Background: an optimization exercise with open tools, aiming at small area and a short achievable clock period. Do not read the settings as production practice.
RTL that was checked went through simulation tests only; none was proved equivalent to the original.

==> nickel: inputs <==
// reel_block_rx
module reel_block_rx (
  input  wire        clk,
  input  wire        rst,
  input  wire [39:0] in_data,
  input  wire        in_valid,
  output reg  [39:0] out_data,
  output reg         out_valid,
  output reg         stat_valid,
  output reg         stat_hdr_ok,
  output reg  [7:0]  stat_blk,
  output reg  [7:0]  stat_seq,
  output reg         stat_clean_a,
  output reg         stat_clean_b
);
==> module reel_block_rx, before the edit <==
module reel_block_rx (
  input  wire        clk,
  input  wire        rst,
  input  wire [39:0] in_data,
  input  wire        in_valid,
  output reg  [39:0] out_data,
  output reg         out_valid,
  output reg         stat_valid,
  output reg         stat_hdr_ok,
  output reg  [7:0]  stat_blk,
  output reg  [7:0]  stat_seq,
  output reg         stat_clean_a,
  output reg         stat_clean_b
);
  localparam [47:0] CLAPPER  = 48'hF3A6_0C59_D21E;
  localparam [57:0] SCR_INIT = 58'h2C5_9A37_E1D0_64BB;
  function [15:0] crc16_40(input [15:0] c_in, input [39:0] bits);
    integer i;
    reg [15:0] c;
    reg        fb;
    begin
      c = c_in;
      for (i = 39; i >= 0; i = i - 1) begin
        fb = c[15] ^ bits[i];
        c  = {c[14:0], 1'b0} ^ (fb ? 16'h1021 : 16'h0000);
      end
      crc16_40 = c;
    end
  endfunction
  function [97:0] scramble40(input [57:0] s_in);
    integer i;
    reg [57:0] s;
    reg [39:0] ks;
    reg        f;
    begin
      s = s_in;
      for (i = 39; i >= 0; i = i - 1) begin
        f     = s[57] ^ s[38];
        ks[i] = f;
        s     = {s[56:0], f};
      end
      scramble40 = {s, ks};
    end
  endfunction
  localparam [97:0] SCR_W2 = scramble40(SCR_INIT);
  localparam [57:0] SCR2   = SCR_W2[97:40];
  wire take = in_valid && !rst;
  reg [8:0]  word;      
  reg [57:0] scr;
  wire [97:0] scr_adv = scramble40(scr);
  always @(posedge clk) begin
    if (rst) begin
      word <= 9'd0;
      scr  <= 58'd0;
    end else if (in_valid) begin
      if (word == 9'd447) begin
        word <= 9'd0;
        scr  <= 58'd0;
      end else begin
        word <= word + 9'd1;
        scr  <= (word == 9'd1) ? SCR2 : scr_adv[97:40];
      end
    end
  end
  wire [39:0] plain = in_data ^ scr[39:0];
  reg        pv, pw0, pw1, plast;
  always @(posedge clk) begin
    out_data  <= plain;
    pv        <= take;
    pw0       <= (word == 9'd0);
    pw1       <= (word == 9'd1);
    plast     <= (word == 9'd447);
    out_valid <= take && (word >= 9'd2) && (word < 9'd424);
  end
  localparam [15:0] CRC_FF = crc16_40(16'hFFFF, 40'd0);
  reg [39:0] hq;        
  reg [15:0] bw;        
  reg        qv0, qv1;  
  reg [15:0] crc0;      
  reg        clap0;     
  reg [15:0] crc1;      
  reg        clap1;     
  reg [7:0]  blk_r, seq_r;
  always @(posedge clk) begin
    hq  <= in_data;
    bw  <= crc16_40(16'h0000, hq);
    qv0 <= pv && pw0;
    qv1 <= pv && pw1;
    if (pv && pw0)
      clap0 <= (hq == CLAPPER[47:8]);
    if (pv && pw1) begin
      clap1 <= clap0 && (hq[39:32] == CLAPPER[7:0]);
      blk_r <= hq[31:24];
      seq_r <= hq[23:16];
    end
    if (qv0)
      crc0 <= crc16_40(CRC_FF ^ bw, 40'd0);
    if (qv1)
      crc1 <= crc0 ^ bw;
    stat_hdr_ok <= clap1 && (crc1 == 16'd0);
    stat_blk    <= blk_r;
    stat_seq    <= seq_r;
  end
  wire zero_a, zero_b;
  rs_syn2 u_syn_a (
    .clk(clk), .en(pv), .first(pw0),
    .d_hi(plain[39:30]), .d_lo(plain[19:10]), .zero(zero_a)
  );
  rs_syn2 u_syn_b (
    .clk(clk), .en(pv), .first(pw0),
    .d_hi(plain[29:20]), .d_lo(plain[9:0]), .zero(zero_b)
  );
  reg end_pending, end_2;
  always @(posedge clk) begin
    if (rst) begin
      end_pending <= 1'b0;
      end_2       <= 1'b0;
      stat_valid  <= 1'b0;
    end else begin
      end_pending <= pv && plast;
      end_2       <= end_pending;
      stat_valid  <= end_2;
    end
    stat_clean_a <= zero_a;
    stat_clean_b <= zero_b;
  end
endmodule
Settings: LEC_CHECK=0, CAP_MARGIN=20, CORE_MARGIN=2, CORE_UTILIZATION=40, CTS_CLUSTER_DIAMETER=100, CTS_CLUSTER_SIZE=20, PLACE_DENSITY=0.8, SETUP_SLACK_MARGIN=4.5, SLEW_MARGIN=20; clock period 7.0 ns.
run.sh (not shown) runs the stock make flow with config.mk's settings and CLKGATE_MAP_FILE= SYNTH_SCRIPT=/design/flow/synth_recipe.tcl, a recipe that flattens the netlist after the stock synthesis.
==> inputs of zinc, as changes to nickel <==
--- a/flow/design.v
+++ b/flow/design.v
@@ -2020,6 +2020,6 @@
   reg [15:0] crc0;      
   reg        clap0;     
-  reg [15:0] crc1;      
   reg        clap1;     
+  reg        hdr_r;     
   reg [7:0]  blk_r, seq_r;
   always @(posedge clk) begin
@@ -2038,6 +2038,6 @@
       crc0 <= crc16_40(CRC_FF ^ bw, 40'd0);
     if (qv1)
-      crc1 <= crc0 ^ bw;
-    stat_hdr_ok <= clap1 && (crc1 == 16'd0);
+      hdr_r <= clap1 && ((crc0 ^ bw) == 16'd0);
+    stat_hdr_ok <= hdr_r;
     stat_blk    <= blk_r;
     stat_seq    <= seq_r;
CORE_UTILIZATION = 60   (was 40)
PLACE_DENSITY = unset   (was 0.8)
SETUP_SLACK_MARGIN = 4.6   (was 4.5)
==> inputs of pepper, as changes to nickel <==
--- a/flow/design.v
+++ b/flow/design.v
@@ -2020,6 +2020,6 @@
   reg [15:0] crc0;      
   reg        clap0;     
-  reg [15:0] crc1;      
   reg        clap1;     
+  reg        hdr_r;     
   reg [7:0]  blk_r, seq_r;
   always @(posedge clk) begin
@@ -2038,6 +2038,6 @@
       crc0 <= crc16_40(CRC_FF ^ bw, 40'd0);
     if (qv1)
-      crc1 <= crc0 ^ bw;
-    stat_hdr_ok <= clap1 && (crc1 == 16'd0);
+      hdr_r <= clap1 && ((crc0 ^ bw) == 16'd0);
+    stat_hdr_ok <= hdr_r;
     stat_blk    <= blk_r;
     stat_seq    <= seq_r;
CORE_UTILIZATION = 70   (was 40)
PLACE_DENSITY = unset   (was 0.8)
SETUP_SLACK_MARGIN = 4.55   (was 4.5)
==> notes <==
nickel produced a clean layout. pepper completed without violations. zinc completed without violations. Between nickel and zinc, the lower via count is in zinc (gap 3.0%, measured against zinc). Fmax, lowest first: nickel, zinc, pepper. Against pepper, the design area of zinc is higher by 0.75%. Sequential share of layout area: nickel is higher than zinc (0.16 points). Against zinc, the register-to-register slack of pepper is lower by 0.09 ns. Die area: zinc is higher than pepper (16%).
==> figures <==
Number of flops mapped to enable cells by yosys: pepper 995; nickel 1010; zinc 995
Number of cells on the worst reg-to-reg path: pepper 6; nickel 4; zinc 6
Maximum number of pins on one net before global-route repair: pepper 194; nickel 214; zinc 185
Layout-stage area growth over the synthesis result: pepper 8.45%; nickel 9.56%; zinc 9.27%
Worst setup path startpoint: pepper hq[33]; nickel out_data[16]; zinc out_data[31]
Post-synth top area share: pepper 0.388; nickel 0.391; zinc 0.388
Routability congestion estimate from global placement: pepper 0.950; nickel 0.924; zinc 0.906
Number of sequential storage elements: pepper 1277; nickel 1292; zinc 1277
Vertical extent of the die: pepper 336 µm; nickel 444 µm; zinc 362 µm
Endpoint with the worst hold slack: pepper stat_blk[0]; nickel stat_blk[3]; zinc stat_seq[0]
Buffers plus inverters on the worst setup path: pepper 0; nickel 1; zinc 1
Register-to-register path setup slack: pepper 4.43 ns; nickel 4.51 ns; zinc 4.52 ns
Result of the run: pepper finished clean; nickel finished clean; zinc finished clean
Critical R2R Launch: pepper hq[33]; nickel u_syn_a.rl8[1]; zinc hq[38]
Layout clock area frac: pepper 0.0252; nickel 0.0259; zinc 0.0253
Area share of xor/xnor cells in the synthesized design: pepper 0.418; nickel 0.414; zinc 0.418
Sequential cell area in the final layout: pepper 35600 µm²; nickel 36100 µm²; zinc 35600 µm²
No functional check of the RTL was part of nickel.

* * *

==> inputs of 02-18 <==
RTL: one of the versions met above, not the one the previous note started from.
make LEC_CHECK=0 CAP_MARGIN=20 CORE_MARGIN=2 CORE_UTILIZATION=75 CTS_CLUSTER_DIAMETER=100 CTS_CLUSTER_SIZE=20 SETUP_SLACK_MARGIN=4.6 SLEW_MARGIN=20 finish   # period 7.0 ns
==> 10-28: changes against 02-18 <==
--- a/flow/design.v
+++ b/flow/design.v
@@ -1922,26 +1922,15 @@
       s43 <= x43;
       s44 <= x44;
       s45 <= x45;
       s46 <= x46;
       s47 <= x47;
     end
   end
-  reg  [7:0] nz;    
-  always @(posedge clk) begin
-    nz[0] <= |{s5, s4, s3, s2, s1, s0};
-    nz[1] <= |{s11, s10, s9, s8, s7, s6};
-    nz[2] <= |{s17, s16, s15, s14, s13, s12};
-    nz[3] <= |{s23, s22, s21, s20, s19, s18};
-    nz[4] <= |{s29, s28, s27, s26, s25, s24};
-    nz[5] <= |{s35, s34, s33, s32, s31, s30};
-    nz[6] <= |{s41, s40, s39, s38, s37, s36};
-    nz[7] <= |{s47, s46, s45, s44, s43, s42};
-  end
-  assign zero = ~|nz;
+  assign zero = ~|{s47, s46, s45, s44, s43, s42, s41, s40, s39, s38, s37, s36, s35, s34, s33, s32, s31, s30, s29, s28, s27, s26, s25, s24, s23, s22, s21, s20, s19, s18, s17, s16, s15, s14, s13, s12, s11, s10, s9, s8, s7, s6, s5, s4, s3, s2, s1, s0};
 endmodule
 module reel_block_rx (
   input  wire        clk,
   input  wire        rst,
   input  wire [39:0] in_data,
   input  wire        in_valid,
   output reg  [39:0] out_data,
@@ -2010,59 +1999,55 @@
     pv        <= take;
     pw0       <= (word == 9'd0);
     pw1       <= (word == 9'd1);
     plast     <= (word == 9'd447);
     out_valid <= take && (word >= 9'd2) && (word < 9'd424);
   end
   localparam [15:0] CRC_FF = crc16_40(16'hFFFF, 40'd0);
-  reg [39:0] hq;        
   reg [15:0] bw;        
-  reg        qv0, qv1;  
+  reg        cl_hi;     
+  reg        cl_lo;     
   reg [15:0] crc0;      
   reg        clap0;     
+  reg [15:0] crc1;      
   reg        clap1;     
-  reg        hdr_r;     
   reg [7:0]  blk_r, seq_r;
   always @(posedge clk) begin
-    hq  <= in_data;
-    bw  <= crc16_40(16'h0000, hq);
-    qv0 <= pv && pw0;
-    qv1 <= pv && pw1;
-    if (pv && pw0)
-      clap0 <= (hq == CLAPPER[47:8]);
+    bw    <= crc16_40(16'h0000, plain);
+    cl_hi <= (plain == CLAPPER[47:8]);
+    cl_lo <= (plain[39:32] == CLAPPER[7:0]);
+    if (pv && pw0) begin
+      crc0  <= crc16_40(CRC_FF ^ bw, 40'd0);
+      clap0 <= cl_hi;
+    end
     if (pv && pw1) begin
-      clap1 <= clap0 && (hq[39:32] == CLAPPER[7:0]);
-      blk_r <= hq[31:24];
-      seq_r <= hq[23:16];
-    end
-    if (qv0)
-      crc0 <= crc16_40(CRC_FF ^ bw, 40'd0);
-    if (qv1)
-      hdr_r <= clap1 && ((crc0 ^ bw) == 16'd0);
-    stat_hdr_ok <= hdr_r;
+      crc1  <= crc0 ^ bw;
+      clap1 <= clap0 && cl_lo;
+      blk_r <= out_data[31:24];
+      seq_r <= out_data[23:16];
+    end
+    stat_hdr_ok <= clap1 && (crc1 == 16'd0);
     stat_blk    <= blk_r;
     stat_seq    <= seq_r;
   end
   wire zero_a, zero_b;
   rs_syn2 u_syn_a (
     .clk(clk), .en(pv), .first(pw0),
     .d_hi(plain[39:30]), .d_lo(plain[19:10]), .zero(zero_a)
   );
   rs_syn2 u_syn_b (
     .clk(clk), .en(pv), .first(pw0),
     .d_hi(plain[29:20]), .d_lo(plain[9:0]), .zero(zero_b)
   );
-  reg end_pending, end_2;
+  reg end_pending;
   always @(posedge clk) begin
     if (rst) begin
       end_pending <= 1'b0;
-      end_2       <= 1'b0;
       stat_valid  <= 1'b0;
     end else begin
       end_pending <= pv && plast;
-      end_2       <= end_pending;
-      stat_valid  <= end_2;
+      stat_valid  <= end_pending;
     end
     stat_clean_a <= zero_a;
     stat_clean_b <= zero_b;
   end
 endmodule
==> flow/config.mk (replaced) <==
export PLATFORM = sky130hd
export DESIGN_NAME = reel_block_rx
export DESIGN_NICKNAME = reel_block_rx
export VERILOG_FILES = /design/flow/design.v
export SDC_FILE = /design/flow/constraint.sdc
export NUM_CORES = 4
export LEC_CHECK = 0
export CAP_MARGIN = 20
export CORE_MARGIN = 2
export CORE_UTILIZATION = 40
export CTS_CLUSTER_DIAMETER = 100
export CTS_CLUSTER_SIZE = 20
export SETUP_SLACK_MARGIN = 4.5
export SLEW_MARGIN = 20
==> impl_metrics.yaml <==
placement:
  place_hpwl_um: 144000
drt:
  vias: 50835
  wl_met1_um: 81200
worst_setup_path:
  ff2ff_setup_slack_ns: 4.37
  cp.depth: 6
  worstPathArrival_ns: 3.18
timing:
  setup_slack_ns: 4.37
global_route:
  grt_antenna_before_repair: 0
outcome:
  status: "complete, no violations"
Source of the figures above: 02-18

==> impl_metrics.yaml <==
drt:
  first_pass_iters: 5
  vias: 50096
  wl_met1_um: 111000
clock_network:
  cts_max_level: 3
worst_setup_path:
  ff2ff_setup_slack_ns: 3.88
  worstPathArrival_ns: 3.89
flow_run:
  drv_cap: 0
timing:
  setup_slack_ns: 3.69
global_route:
  grt_antenna_before_repair: 2
outcome:
  status: "complete, no violations"
layout:
  largest_class: "multi-input combinational cells"
placement:
  place_hpwl_um: 166000
Source of the figures above: 10-28

No functional check of the RTL was part of 10-28.

* * *

==> try-violet: inputs <==
reel_block_rx, a different RTL version from the one above (not shown whole).
export LEC_CHECK = 0
export CAP_MARGIN = 20
export CORE_MARGIN = 2
export CORE_UTILIZATION = 40
export SLEW_MARGIN = 20
create_clock -name core_clock -period 7.0 [get_ports {clk}]
==> try-harbor (differences from try-violet) <==
- SETUP_SLACK_MARGIN: not set -> 3.5
==> run notes <==
metric                                                     try-harbor      try-violet
Post-cts repair resize count                                       80               0
Routed length on met1                                       107000 um       106000 um
Filler cells                                                    16800           16900
Worst-Margin Slew                                             1.27 ns         1.30 ns
Signal buffers                                                    294             265
Total inserted antenna cells                                       11               3
Met3 global-route usage                                        0.0509          0.0477
Post-detailed-routing wire length                           254000 um       251000 um
Worst slew margin                                               0.155           0.136
Layout cells sized above 1                                     0.0793          0.0729
Final period util                                               0.494           0.603
Number of vias per cell                                          5.32            5.34
Wire length of the first global-routing pass                356000 um       353000 um
Proportion of cell area occupied by multi-input gates           0.481           0.484
Via count of the first global-routing pass                      47300           47000
Initial drt markers                                              6052            5839
R2R Path Start                                               pdat[39]        pdat[11]
Worst Reg-to-Reg Cells                                              9               8
Outcome                                                finished clean  finished clean

* * *

==> job 4805: inputs <==
RTL: one of the versions met above, not the one the previous note started from.
clock: 7.0 ns
lec_check: 0
cap_margin: 20
core_margin: 2
core_utilization: 40
cts_cluster_diameter: 100
cts_cluster_size: 20
setup_slack_margin: 4.45
slew_margin: 20
==> job 9488: changes against job 4805 <==
CORE_UTILIZATION = 60   (was 40)
SETUP_SLACK_MARGIN = 4.5   (was 4.45)
==> job 3972: changes against job 4805 <==
--- a/flow/design.v
+++ b/flow/design.v
@@ -2019,8 +2019,8 @@
   reg        qv0, qv1;  
   reg [15:0] crc0;      
   reg        clap0;     
-  reg [15:0] crc1;      
   reg        clap1;     
+  reg        hdr_r;     
   reg [7:0]  blk_r, seq_r;
   always @(posedge clk) begin
     hq  <= in_data;
@@ -2037,8 +2037,8 @@
     if (qv0)
       crc0 <= crc16_40(CRC_FF ^ bw, 40'd0);
     if (qv1)
-      crc1 <= crc0 ^ bw;
-    stat_hdr_ok <= clap1 && (crc1 == 16'd0);
+      hdr_r <= clap1 && ((crc0 ^ bw) == 16'd0);
+    stat_hdr_ok <= hdr_r;
     stat_blk    <= blk_r;
     stat_seq    <= seq_r;
   end
CORE_UTILIZATION = 75   (was 40)
CTS_BUF_LIST = sky130_fd_sc_hd__clkbuf_16 sky130_fd_sc_hd__clkbuf_8   (was unset)
SETUP_SLACK_MARGIN = 4.55   (was 4.45)
==> impl_metrics.tcl <==
set metrics [dict create \
    dp_slack_ns 3.41 \
    nClkBuffers 123 \
    finalCritPeriodShare 0.375 \
    status "no timing/DRC/antenna violations" \
    place.gp.congestion 0.890 \
    ys_top_cells_by_count "2,788 x xnor2_1, 1,010 x edfxtp_1, 840 x nor2_1" \
    seq_share 0.429 \
    dp_hpwl_um 148000 \
    avgViaCountPerCell 5.69 \
]
-- figures above: job 9488

==> impl_metrics.tcl <==
set metrics [dict create \
    status "no timing/DRC/antenna violations" \
    seq_share 0.428 \
    finalCritPeriodShare 0.369 \
    dp_slack_ns 3.46 \
    dp_hpwl_um 142000 \
    place.gp.congestion 0.937 \
    met1_usage 0.521 \
    row_count 117 \
    nClkBuffers 75 \
    clk-insertion-delay-late_ns 0.70 \
    ys_top_cells_by_count "2,846 x xnor2_1, 995 x edfxtp_1, 852 x nor2_1" \
]
-- figures above: job 3972

==> impl_metrics.tcl <==
set metrics [dict create \
    status "no timing/DRC/antenna violations" \
    seq_share 0.424 \
    dp_hpwl_um 159000 \
    mostFrequentLayoutCell "xnor2_1" \
    dp_slack_ns 3.44 \
    avgViaCountPerCell 5.11 \
    nClkBuffers 125 \
    finalCritPeriodShare 0.390 \
]
-- figures above: job 4805

The RTL of job 4805 and job 9488 was laid out without a check of its function.

## re-timing with driven ports
The flow's constraints put no driver on any port. The routed layouts listed below were extracted and timed again, unchanged, in two steps. Step 1 assumes that a clkbuf_16 drives the clock port and a buf_2 every other input. Step 2 also shifts input and output timing later by t, the mid clock arrival at the registers, as if the neighbouring blocks saw the same clock. Three values: ideal ports, drivers, drivers and shift; two values: the first two.
| run | shift t [ns] | setup slack, ns | worst slew at a driven data input, ns | cell pins on the clock port's net |
|---|---|---|---|---|
| nickel | 0.809 | 4.252 / 4.165 / 3.777 | 0.09 | 1 |
| zinc | 0.790 | 4.395 / 4.319 / 3.854 | 0.05 | 1 |
| pepper | 0.769 | 4.433 / 4.354 / 3.795 | 0.05 | 1 |
| 02-18 | 0.756 | 4.372 / 4.352 / 3.841 | 0.06 | 1 |
| 10-28 | 0.791 | 3.688 / 3.733 / 2.942 | 0.06 | 1 |
| try-violet | 0.881 | 2.777 / 2.690 / 3.192 | 0.08 | 1 |
| try-harbor | 0.882 | 3.540 / 3.452 / 3.332 | 0.08 | 1 |
| job 4805 | 0.814 | 4.270 / 4.181 / 3.723 | 0.07 | 1 |
| job 9488 | 0.790 | 4.374 / 4.299 / 3.794 | 0.06 | 1 |
| job 3972 | 0.774 | 4.418 / 4.336 / 3.895 | 0.05 | 1 |
After both steps setup and hold are still met in every run listed. For 10-28, which loses most, drivers alone change the setup slack by +0.045 ns; drivers and shift together by -0.746 ns.
